Context: an optimization exercise on an open-source flow, tuned for small area, a short achievable clock period and few clock cycles per item. The choices shown serve that exercise and are no tape-out recipe. Where RTL was checked, it was by simulation tests only, not by an equivalence proof against the original.

run A:
==> flow/design.v (excerpt) <==
module cz_quant (
    input             clk,
    input             rst,           
    input             in_valid,
    output            in_ready,
    input      [31:0] in_d,          
    input             in_ident,      
    input       [2:0] in_table,      
    input       [4:0] in_width,      
    input       [2:0] in_dither,     
    input      [15:0] in_fn,         
    input       [2:0] in_word,       
    input      [19:0] in_entry,      
    input             in_zero,       
    output     [14:0] tbl_addr,      
    input      [15:0] tbl_data0,     
    input      [15:0] tbl_data1,     
    output reg        out_valid,
    input             out_ready,
    output reg [15:0] out_word,
    output reg [31:0] out_y          
);
Size in the first run: ~41000 um2 of cells after synthesis.
==> flow/config.mk <==
export PLATFORM = sky130hd
export DESIGN_NAME = cz_quant
export DESIGN_NICKNAME = cz_quant
export VERILOG_FILES = /design/flow/design.v
export SDC_FILE = /design/flow/constraint.sdc
export NUM_CORES = 4
export LEC_CHECK = 0
export ABC_AREA = 1
export CAP_MARGIN = 0
export CORE_MARGIN = 2
export CORE_UTILIZATION = 60
export SLEW_MARGIN = 0
==> flow/constraint.sdc <==
create_clock -name core_clock -period 140.0 [get_ports {clk}]
set_input_delay 28.0000 -clock core_clock [delete_from_list [all_inputs] [get_ports {clk}]]
set_output_delay 28.0000 -clock core_clock [all_outputs]
set_load 0.01 [all_outputs]
standard.sh (not shown) runs the stock make flow with config.mk's settings and CLKGATE_MAP_FILE= SYNTH_SCRIPT=/design/flow/synth_recipe.tcl, a recipe that flattens the netlist after the stock synthesis.
==> flow/flow/run.sh <==
#!/bin/bash
# The standard layout (standard.sh), with one change: ABC maps the
# synthesised logic with area-oriented mapping (map -a, flow/abc_area.script)
# instead of ORFS's default abc_area.script. Registers, their names and cell
# types are the standard synthesis's, since ABC sees only combinational logic.
set -euo pipefail
rm -rf scripts_area
cp -r "$FLOW_HOME/scripts" scripts_area
cp flow/abc_area.script scripts_area/abc_area.script
bash standard.sh finish SCRIPTS_DIR="$PWD/scripts_area" > layout.log 2>&1
==> flow/flow/abc_area.script <==
strash
dch
map -a
topo
stime -c
buffer -c
upsize -c
dnsize -c
Testbench counts of run A, summed over its fixed seeds: cycles 16,040, items 16,000.
Input changes introduced in run B (baseline for comparison: run A):
- a change of SLEW_MARGIN from 0 to 20
- a change of CAP_MARGIN from 0 to 20
==> comparison <==
Between run B and run A, the ratio of cells with drive above 1 in the final layout does not differ in any meaningful way.
Run B ends up with higher routed wire length on met3 than run A does.
Compared run A against run B; routed wire length within noise.
Setup WNS run A -> run B: worse
Run A → run B: fraction of standard cell area that is sequential held steady.
The top achievable clock speed was comparable across run A and run B.
Changes in run C relative to run B:
- CTS_BUF_LIST now sky130_fd_sc_hd__clkbuf_8, previously not set
Notes after the runs:
Run C finished end to end and its layout was clean on timing, DRC and antenna. Run C gives more first-iteration DRC count than run B did. The global-route usage of run C and that of run B are within noise of each other. Run B → run C: cell count now sits higher; fmax has remained practically unchanged.

Another version of the RTL of cz_quant (not shown whole).
Size in the first run: ~4800 cells after synthesis, roughly 350 flip-flops, about 39000 µm² of cells after synthesis.
## cz_quant
module cz_quant (
    input             clk,
    input             rst,           
    input             in_valid,
    output            in_ready,
    input      [31:0] in_d,          
    input             in_ident,      
    input       [2:0] in_table,      
    input       [4:0] in_width,      
    input       [2:0] in_dither,     
    input      [15:0] in_fn,         
    input       [2:0] in_word,       
    input      [19:0] in_entry,      
    input             in_zero,       
    output     [14:0] tbl_addr,      
    input      [15:0] tbl_data0,     
    input      [15:0] tbl_data1,     
    output reg        out_valid,
    input             out_ready,
    output reg [15:0] out_word,
    output reg [31:0] out_y          
);
Settings: LEC_CHECK=0, ABC_AREA=1, CAP_MARGIN=20, CORE_MARGIN=2, CORE_UTILIZATION=60, CTS_CLUSTER_SIZE=40, SLEW_MARGIN=20; clock period 140.0 ns.
==> flow/flow/run.sh <==
#!/bin/bash
# The standard layout (standard.sh), with two changes:
# - ABC maps the synthesised logic with area-oriented mapping (amap, then
#   buffering and gate sizing; flow/abc_area.script) instead of ORFS's default
#   abc_area.script. Registers, their names and cell types are the standard
#   synthesis's, since ABC sees only combinational logic.
# - every input and output port still gets its own buffer, but a plain
#   sky130_fd_sc_hd__buf_1 instead of the delay cell buffer_ports picks.
set -euo pipefail
rm -rf scripts_area
cp -r "$FLOW_HOME/scripts" scripts_area
cp flow/abc_area.script scripts_area/abc_area.script
bash standard.sh finish SCRIPTS_DIR="$PWD/scripts_area" \
  BUFFER_PORTS_ARGS="-buffer_cell sky130_fd_sc_hd__buf_1" > layout.log 2>&1
==> flow/flow/abc_area.script <==
strash
dch
amap
topo
stime -c
buffer -c
upsize -c
dnsize -c
The baseline finished clean.
Testbench counts at the start, summed over its fixed seeds: cycles 16,040, items 16,000.
Then changed:
--- a/flow/config.mk
+++ b/flow/config.mk
@@ -10,4 +10,4 @@
 export CORE_MARGIN = 2
 export CORE_UTILIZATION = 60
-export CTS_CLUSTER_SIZE = 40
+export CTS_CLUSTER_DIAMETER = 50
 export SLEW_MARGIN = 20
=> Register-to-register slack is worse by 0.06 ns. Worst setup slack gets worse by 0.0060 ns. Critical path depth stays the same.

cz_quant, a different RTL version from the one above (not shown whole).
Size in the first run: about 0.045 sq mm of cells after synthesis.
export LEC_CHECK = 0
export ABC_AREA = 1
export CAP_MARGIN = 20
export CORE_MARGIN = 2
export CORE_UTILIZATION = 60
export SLEW_MARGIN = 20
create_clock -name core_clock -period 140.0 [get_ports {clk}]
run.sh (not shown) runs the stock make flow with config.mk's settings and CLKGATE_MAP_FILE= SYNTH_SCRIPT=/design/flow/synth_recipe.tcl, a recipe that flattens the netlist after the stock synthesis.
Stock flow here: none of the scripts above is used.
The baseline passed the timing, design-rule and antenna checks.
Testbench counts at the start, summed over its fixed seeds: cycles 16,040, items 16,000.
Change:
==> flow/flow/run.sh (new file) <==
#!/bin/bash
# The standard layout (standard.sh), with one change: ABC maps the
# synthesised logic with area-oriented mapping (map -a, flow/abc_area.script)
# instead of ORFS's default abc_area.script. Registers, their names and cell
# types are the standard synthesis's, since ABC sees only combinational logic.
set -euo pipefail
rm -rf scripts_area
cp -r "$FLOW_HOME/scripts" scripts_area
cp flow/abc_area.script scripts_area/abc_area.script
bash standard.sh finish SCRIPTS_DIR="$PWD/scripts_area" > layout.log 2>&1
==> flow/flow/abc_area.script (new file) <==
strash
dch
map -a
topo
stime -c
buffer -c
upsize -c
dnsize -c
==> flow/standard.sh (new file) <==
#!/bin/bash
# synth_recipe.tcl (not shown) runs the flow's synth.tcl, then flattens the netlist and writes it again
# the make line also repeats each setting of config.mk as NAME=value (left out here)
make -C /OpenROAD-flow-scripts/flow DESIGN_CONFIG=/design/flow/config.mk WORK_HOME=/design/flow/orfs CLKGATE_MAP_FILE= SYNTH_SCRIPT=/design/flow/synth_recipe.tcl "${@:-finish}"
removed: flow/run.sh
Outcome: Via count decreases by 11%. Wire length decreases by 12%. Count of clock-buffer cells in the layout is lower by 3. Worst setup slack got worse by 2000 ps.

## v48
cz_quant, a different RTL version from the one above (not shown whole).
Size in the first run: about 4800 cells after synthesis, roughly 350 flip-flops, ~190 I/O pins, ~39000 µm² of cells after synthesis.
export LEC_CHECK = 0
export ABC_AREA = 1
export CAP_MARGIN = 20
export CORE_MARGIN = 2
export CORE_UTILIZATION = 60
export SLEW_MARGIN = 20
create_clock -name core_clock -period 140.0 [get_ports {clk}]
standard.sh (not shown) runs the stock make flow with config.mk's settings and CLKGATE_MAP_FILE= SYNTH_SCRIPT=/design/flow/synth_recipe.tcl, a recipe that flattens the netlist after the stock synthesis.
==> flow/flow/run.sh <==
#!/bin/bash
# The standard layout (standard.sh), with one change: ABC maps the
# synthesised logic with area-oriented mapping (amap, then buffering and gate sizing;
# flow/abc_area.script)
# instead of ORFS's default abc_area.script. Registers, their names and cell
# types are the standard synthesis's, since ABC sees only combinational logic.
set -euo pipefail
rm -rf scripts_area
cp -r "$FLOW_HOME/scripts" scripts_area
cp flow/abc_area.script scripts_area/abc_area.script
bash standard.sh finish SCRIPTS_DIR="$PWD/scripts_area" > layout.log 2>&1
==> flow/flow/abc_area.script <==
strash
dch -f
amap
topo
stime -c
buffer -c
upsize -c
dnsize -c
No stage failed in v48, and the final checks on the layout all came back clean.
## Diff of input files: v25 against v48
--- a/flow/flow/run.sh
+++ b/flow/flow/run.sh
@@ -1,6 +1,5 @@
 #!/bin/bash
 # The standard layout (standard.sh), with one change: ABC maps the
-# synthesised logic with area-oriented mapping (amap, then buffering and gate sizing;
-# flow/abc_area.script)
+# synthesised logic with area-oriented mapping (map -a, flow/abc_area.script)
 # instead of ORFS's default abc_area.script. Registers, their names and cell
 # types are the standard synthesis's, since ABC sees only combinational logic.
==> flow/flow/abc_area.script <==
strash
dch
map -a
topo
stime -c
buffer -c
upsize -c
dnsize -c
[summary]
A uppermost metal layer occupied by signal nets of met5 is what v25 shows, while met4 belongs to v48. Diff v25 and v48: die area lower in v48. Total detailed-routing wirelength for v25: 6800 µm up relative to v48. Changes observed in v25 relative to v48: final area has increased; number of cells on the worst reg-to-reg path has decreased; total length of routed met3 wires has increased.
What v2 does differently from v25 at the input level:
--- a/flow/flow/run.sh
+++ b/flow/flow/run.sh
@@ -1,5 +1,6 @@
 #!/bin/bash
 # The standard layout (standard.sh), with one change: ABC maps the
-# synthesised logic with area-oriented mapping (map -a, flow/abc_area.script)
+# synthesised logic with area-oriented mapping (amap, then buffering and gate sizing;
+# flow/abc_area.script)
 # instead of ORFS's default abc_area.script. Registers, their names and cell
 # types are the standard synthesis's, since ABC sees only combinational logic.
==> flow/flow/abc_area.script <==
strash
dch
amap
topo
stime -c
buffer -c
upsize -c
dnsize -c
### Flow results
- Diff v25 -> v2: global-route usage decreased by 1.4 points relative to the old numbers, clock transition time at the flip-flop clock pins of the worst setup and hold paths has remained practically unchanged, depth of the most critical reg-to-reg path has decreased.
- v2 ended up with sky130_fd_sc_hd__nor2_1 as its most common cell after layout, fill and taps aside; v25 ended up with sky130_fd_sc_hd__nand2_1.
- Comparing worst-case setup slack after placement for v2 and v25, the smaller number came from v2.
- v25 -> v2: number of instances in the synthesized netlist decreased by more than 10%
- Compared with v25, v2 shows number of antenna violations at the first check in global routing lower by 2.
- Diff v2..v25 | post-route clock period utilization | negligible
No run of this note included a check of the RTL's function; only the layout flow was run.

cz_quant, a different RTL version from the one above (not shown whole).
Size: about 5900 cells after synthesis, about 0.046 mm^2 of cells after synthesis.
Settings: LEC_CHECK=0, ABC_AREA=1, CAP_MARGIN=20, CORE_MARGIN=2, CORE_UTILIZATION=40, SLEW_MARGIN=20; clock period 140.0 ns.
run.sh (not shown) runs the stock make flow with config.mk's settings and CLKGATE_MAP_FILE= SYNTH_SCRIPT=/design/flow/synth_recipe.tcl, a recipe that flattens the netlist after the stock synthesis.
Stock flow here: none of the scripts above is used.
Edit:
ABC_AREA = not set   (was 1)
Outcome:
- clock-buffer cell count went up by 3
- die area went up by 2.8%
- final cell count went down by 16%
- final area went up by 2.7%
- core utilization went down by 0.13 points
- non-clock buffer count went up by 19
- sequential cell count does not change
- synthesized area went up by 2.8%
- sequential share of layout area went down by 0.65 points
Function was not checked in any run of this note: the RTL went through the layout flow alone.

Setup of build 17:
RTL: one of the versions met above, not the one the previous note started from.
For scale: ~4800 cells after synthesis, roughly 350 flip-flops, roughly 190 I/O pins, ~39000 um^2 of cells after synthesis.
Design cz_quant, start of the top module:
module cz_quant (
    input             clk,
    input             rst,           
    input             in_valid,
    output            in_ready,
    input      [31:0] in_d,          
    input             in_ident,      
    input       [2:0] in_table,      
    input       [4:0] in_width,      
    input       [2:0] in_dither,     
    input      [15:0] in_fn,         
    input       [2:0] in_word,       
    input      [19:0] in_entry,      
    input             in_zero,       
    output     [14:0] tbl_addr,      
    input      [15:0] tbl_data0,     
    input      [15:0] tbl_data1,     
    output reg        out_valid,
    input             out_ready,
    output reg [15:0] out_word,
    output reg [31:0] out_y          
);
Settings: LEC_CHECK=0, ABC_AREA=1, CAP_MARGIN=20, CORE_MARGIN=2, CORE_UTILIZATION=60, SLEW_MARGIN=20; clock period 140.0 ns.
standard.sh (not shown) runs the stock make flow with config.mk's settings and CLKGATE_MAP_FILE= SYNTH_SCRIPT=/design/flow/synth_recipe.tcl, a recipe that flattens the netlist after the stock synthesis.
==> flow/flow/run.sh <==
#!/bin/bash
# The standard layout (standard.sh), with two changes:
# - ABC maps the synthesised logic with area-oriented mapping (amap, then
#   buffering and gate sizing; flow/abc_area.script) instead of ORFS's default
#   abc_area.script. Registers, their names and cell types are the standard
#   synthesis's, since ABC sees only combinational logic.
# - every input and output port still gets its own buffer, but a plain
#   sky130_fd_sc_hd__buf_1 instead of the delay cell buffer_ports picks.
set -euo pipefail
rm -rf scripts_area
cp -r "$FLOW_HOME/scripts" scripts_area
cp flow/abc_area.script scripts_area/abc_area.script
bash standard.sh finish SCRIPTS_DIR="$PWD/scripts_area" \
  BUFFER_PORTS_ARGS="-buffer_cell sky130_fd_sc_hd__buf_1" > layout.log 2>&1
==> flow/flow/abc_area.script <==
strash
dch
amap
topo
stime -c
buffer -c
upsize -c
dnsize -c
Build 17 | stages: all done | timing, DRC, antenna: all pass
Testbench counts of build 17, summed over its fixed seeds: cycles 16,040, items 16,000.
Modified inputs, build 53 compared to build 17
==> flow/flow/run.sh <==
#!/bin/bash
# The standard layout (standard.sh), with one change: ABC maps the
# synthesised logic with area-oriented mapping (amap, then buffering and gate sizing;
# flow/abc_area.script)
# instead of ORFS's default abc_area.script. Registers, their names and cell
# types are the standard synthesis's, since ABC sees only combinational logic.
set -euo pipefail
rm -rf scripts_area
cp -r "$FLOW_HOME/scripts" scripts_area
cp flow/abc_area.script scripts_area/abc_area.script
bash standard.sh finish SCRIPTS_DIR="$PWD/scripts_area" > layout.log 2>&1
==> run summary <==
In terms of flip-flop and latch count, build 17 and build 53 differ only marginally. The final reports for build 53 and build 17 show worst relative slew slack higher in the former. Final cell count across build 17 and build 53: no real change.
## Diff of input files: build 82 against build 53
==> flow/flow/run.sh <==
#!/bin/bash
# The standard layout (standard.sh), with two changes:
# - ABC maps the synthesised logic with area-oriented mapping (amap, then
#   buffering and gate sizing; flow/abc_area.script) instead of ORFS's default
#   abc_area.script. Registers, their names and cell types are the standard
#   synthesis's, since ABC sees only combinational logic.
# - every input and output port still gets its own buffer, but a plain
#   sky130_fd_sc_hd__buf_2 instead of the delay cell buffer_ports picks.
set -euo pipefail
rm -rf scripts_area
cp -r "$FLOW_HOME/scripts" scripts_area
cp flow/abc_area.script scripts_area/abc_area.script
bash standard.sh finish SCRIPTS_DIR="$PWD/scripts_area" \
  BUFFER_PORTS_ARGS="-buffer_cell sky130_fd_sc_hd__buf_2" > layout.log 2>&1
==> comparison <==
Between build 82 and build 53, it is build 82 whose clock buffer instance count of the final layout is higher, by 4.4%. Looking only at delay of the slowest critical-path stage, and setting everything else aside, the lower value of build 82 and build 53 goes to build 82. The antenna diode instance count of build 82 is higher than that of build 53. Against build 53, highest achievable clock rate in build 82 rose slightly. In build 82, the placer congestion estimate came out about 1.4% below the value in build 53. As far as number of buffers added for setup after CTS goes, build 53 and build 82 are indistinguishable; the numbers are identical. Cell with the largest stage delay on the worst path: clkdlybuf4s50_1 -> build 53, edfxtp_1 -> build 82. [compare] base=build 53 new=build 82: final area fell 730 um^2, count of port buffers added during placement about even, count of different cell masters after synthesis about even.

## sierra
cz_quant, a different RTL version from the one above (not shown whole).
Size in the first run: roughly 6800 cells after synthesis, about 350 flip-flops, about 190 I/O pins, ~47000 um2 of cells after synthesis.
Settings: LEC_CHECK=0, ABC_AREA=1, CAP_MARGIN=20, CORE_MARGIN=2, CORE_UTILIZATION=40, CTS_BUF_LIST=sky130_fd_sc_hd__clkbuf_4, SLEW_MARGIN=20; clock period 140.0 ns.
run.sh (not shown) runs the stock make flow with config.mk's settings and CLKGATE_MAP_FILE= SYNTH_SCRIPT=/design/flow/synth_recipe.tcl, a recipe that flattens the netlist after the stock synthesis.
Stock flow here: none of the scripts above is used.
The inputs of garnet differ from those of sierra as listed below.
Settings: CTS_BUF_LIST removed (was sky130_fd_sc_hd__clkbuf_4).
garnet | status: complete | timing, DRC, antenna: pass
Looking only at post-route fraction of the period consumed by the critical path, and setting everything else aside, the higher value of garnet and sierra goes to sierra.
Number of global-route vias before repair went down slightly going from sierra to garnet.
Per the comparison of garnet with sierra, final worst hold slack now sits higher; share of cells above drive strength 1 went down 1.3 points; area of all placed cells without fillers flat; area added between synthesis and finish now smaller.
No functional check of the RTL was part of any run of this note.

-- afterwards: timing with drivers on the ports --
No port has a modelled driver above. Below, the same layouts with a new extraction and two added sets of constraints. Step 1: set_driving_cell puts a clkbuf_16 on clk and a buf_2 on each other input, an assumption about the parent block. Step 2 also shifts input and output timing later by t, the mid clock arrival at the registers, as if the neighbouring blocks saw the same clock. a / b / c = ideal / step 1 / step 2; a / b = the first two.
| run | t, ns | setup WS [ns] | latest minus earliest clock arrival (ns) | worst register clock-pin slew, ns |
|---|---|---|---|---|
| run A | 0.636 | 110.489 / 110.419 / 110.187 | 0.062 / 0.062 | 0.07 / 0.07 |
| run B | 0.638 | 110.468 / 110.398 / 110.560 | 0.060 / 0.060 | 0.07 / 0.07 |
| run C | 0.721 | 110.384 / 110.320 / 110.555 | 0.068 / 0.068 | 0.08 / 0.08 |
| the first run of note 2 | 0.599 | 110.895 / 110.838 / 110.758 | 0.023 / 0.023 | 0.07 / 0.07 |
| the second run of note 2 | 0.598 | 110.889 / 110.829 / 110.784 | 0.024 / 0.024 | 0.07 / 0.07 |
| the first run of note 3 | 0.649 | 110.506 / 110.437 / 110.278 | 0.019 / 0.019 | 0.07 / 0.07 |
| the second run of note 3 | 0.611 | 108.538 / 108.538 / 108.538 | 0.025 / 0.025 | 0.07 / 0.07 |
| v48 | 0.647 | 110.360 / 110.296 / 109.999 | 0.028 / 0.027 | 0.07 / 0.07 |
| v25 | 0.645 | 110.381 / 110.314 / 110.407 | 0.043 / 0.043 | 0.08 / 0.08 |
| v2 | 0.652 | 110.282 / 110.282 / 110.282 | 0.049 / 0.048 | 0.07 / 0.07 |
| the first run of note 5 | 0.715 | 102.193 / 102.193 / 102.193 | 0.045 / 0.044 | 0.07 / 0.07 |
| the second run of note 5 | 0.699 | 101.917 / 101.917 / 101.917 | 0.043 / 0.043 | 0.08 / 0.08 |
| build 17 | 0.588 | 110.894 / 110.837 / 110.769 | 0.022 / 0.022 | 0.07 / 0.07 |
| build 53 | 0.589 | 110.491 / 110.433 / 110.410 | 0.025 / 0.025 | 0.07 / 0.07 |
| build 82 | 0.591 | 110.926 / 110.866 / 110.832 | 0.018 / 0.018 | 0.07 / 0.07 |
| sierra | 1.066 | 110.062 / 109.992 / 110.278 | 0.105 / 0.105 | 0.09 / 0.09 |
| garnet | 0.665 | 110.461 / 110.388 / 110.315 | 0.051 / 0.050 | 0.08 / 0.08 |
After both steps setup and hold are still met in every run listed. For v48, which loses most, drivers alone change the setup slack by -0.064 ns; drivers and shift together by -0.361 ns.
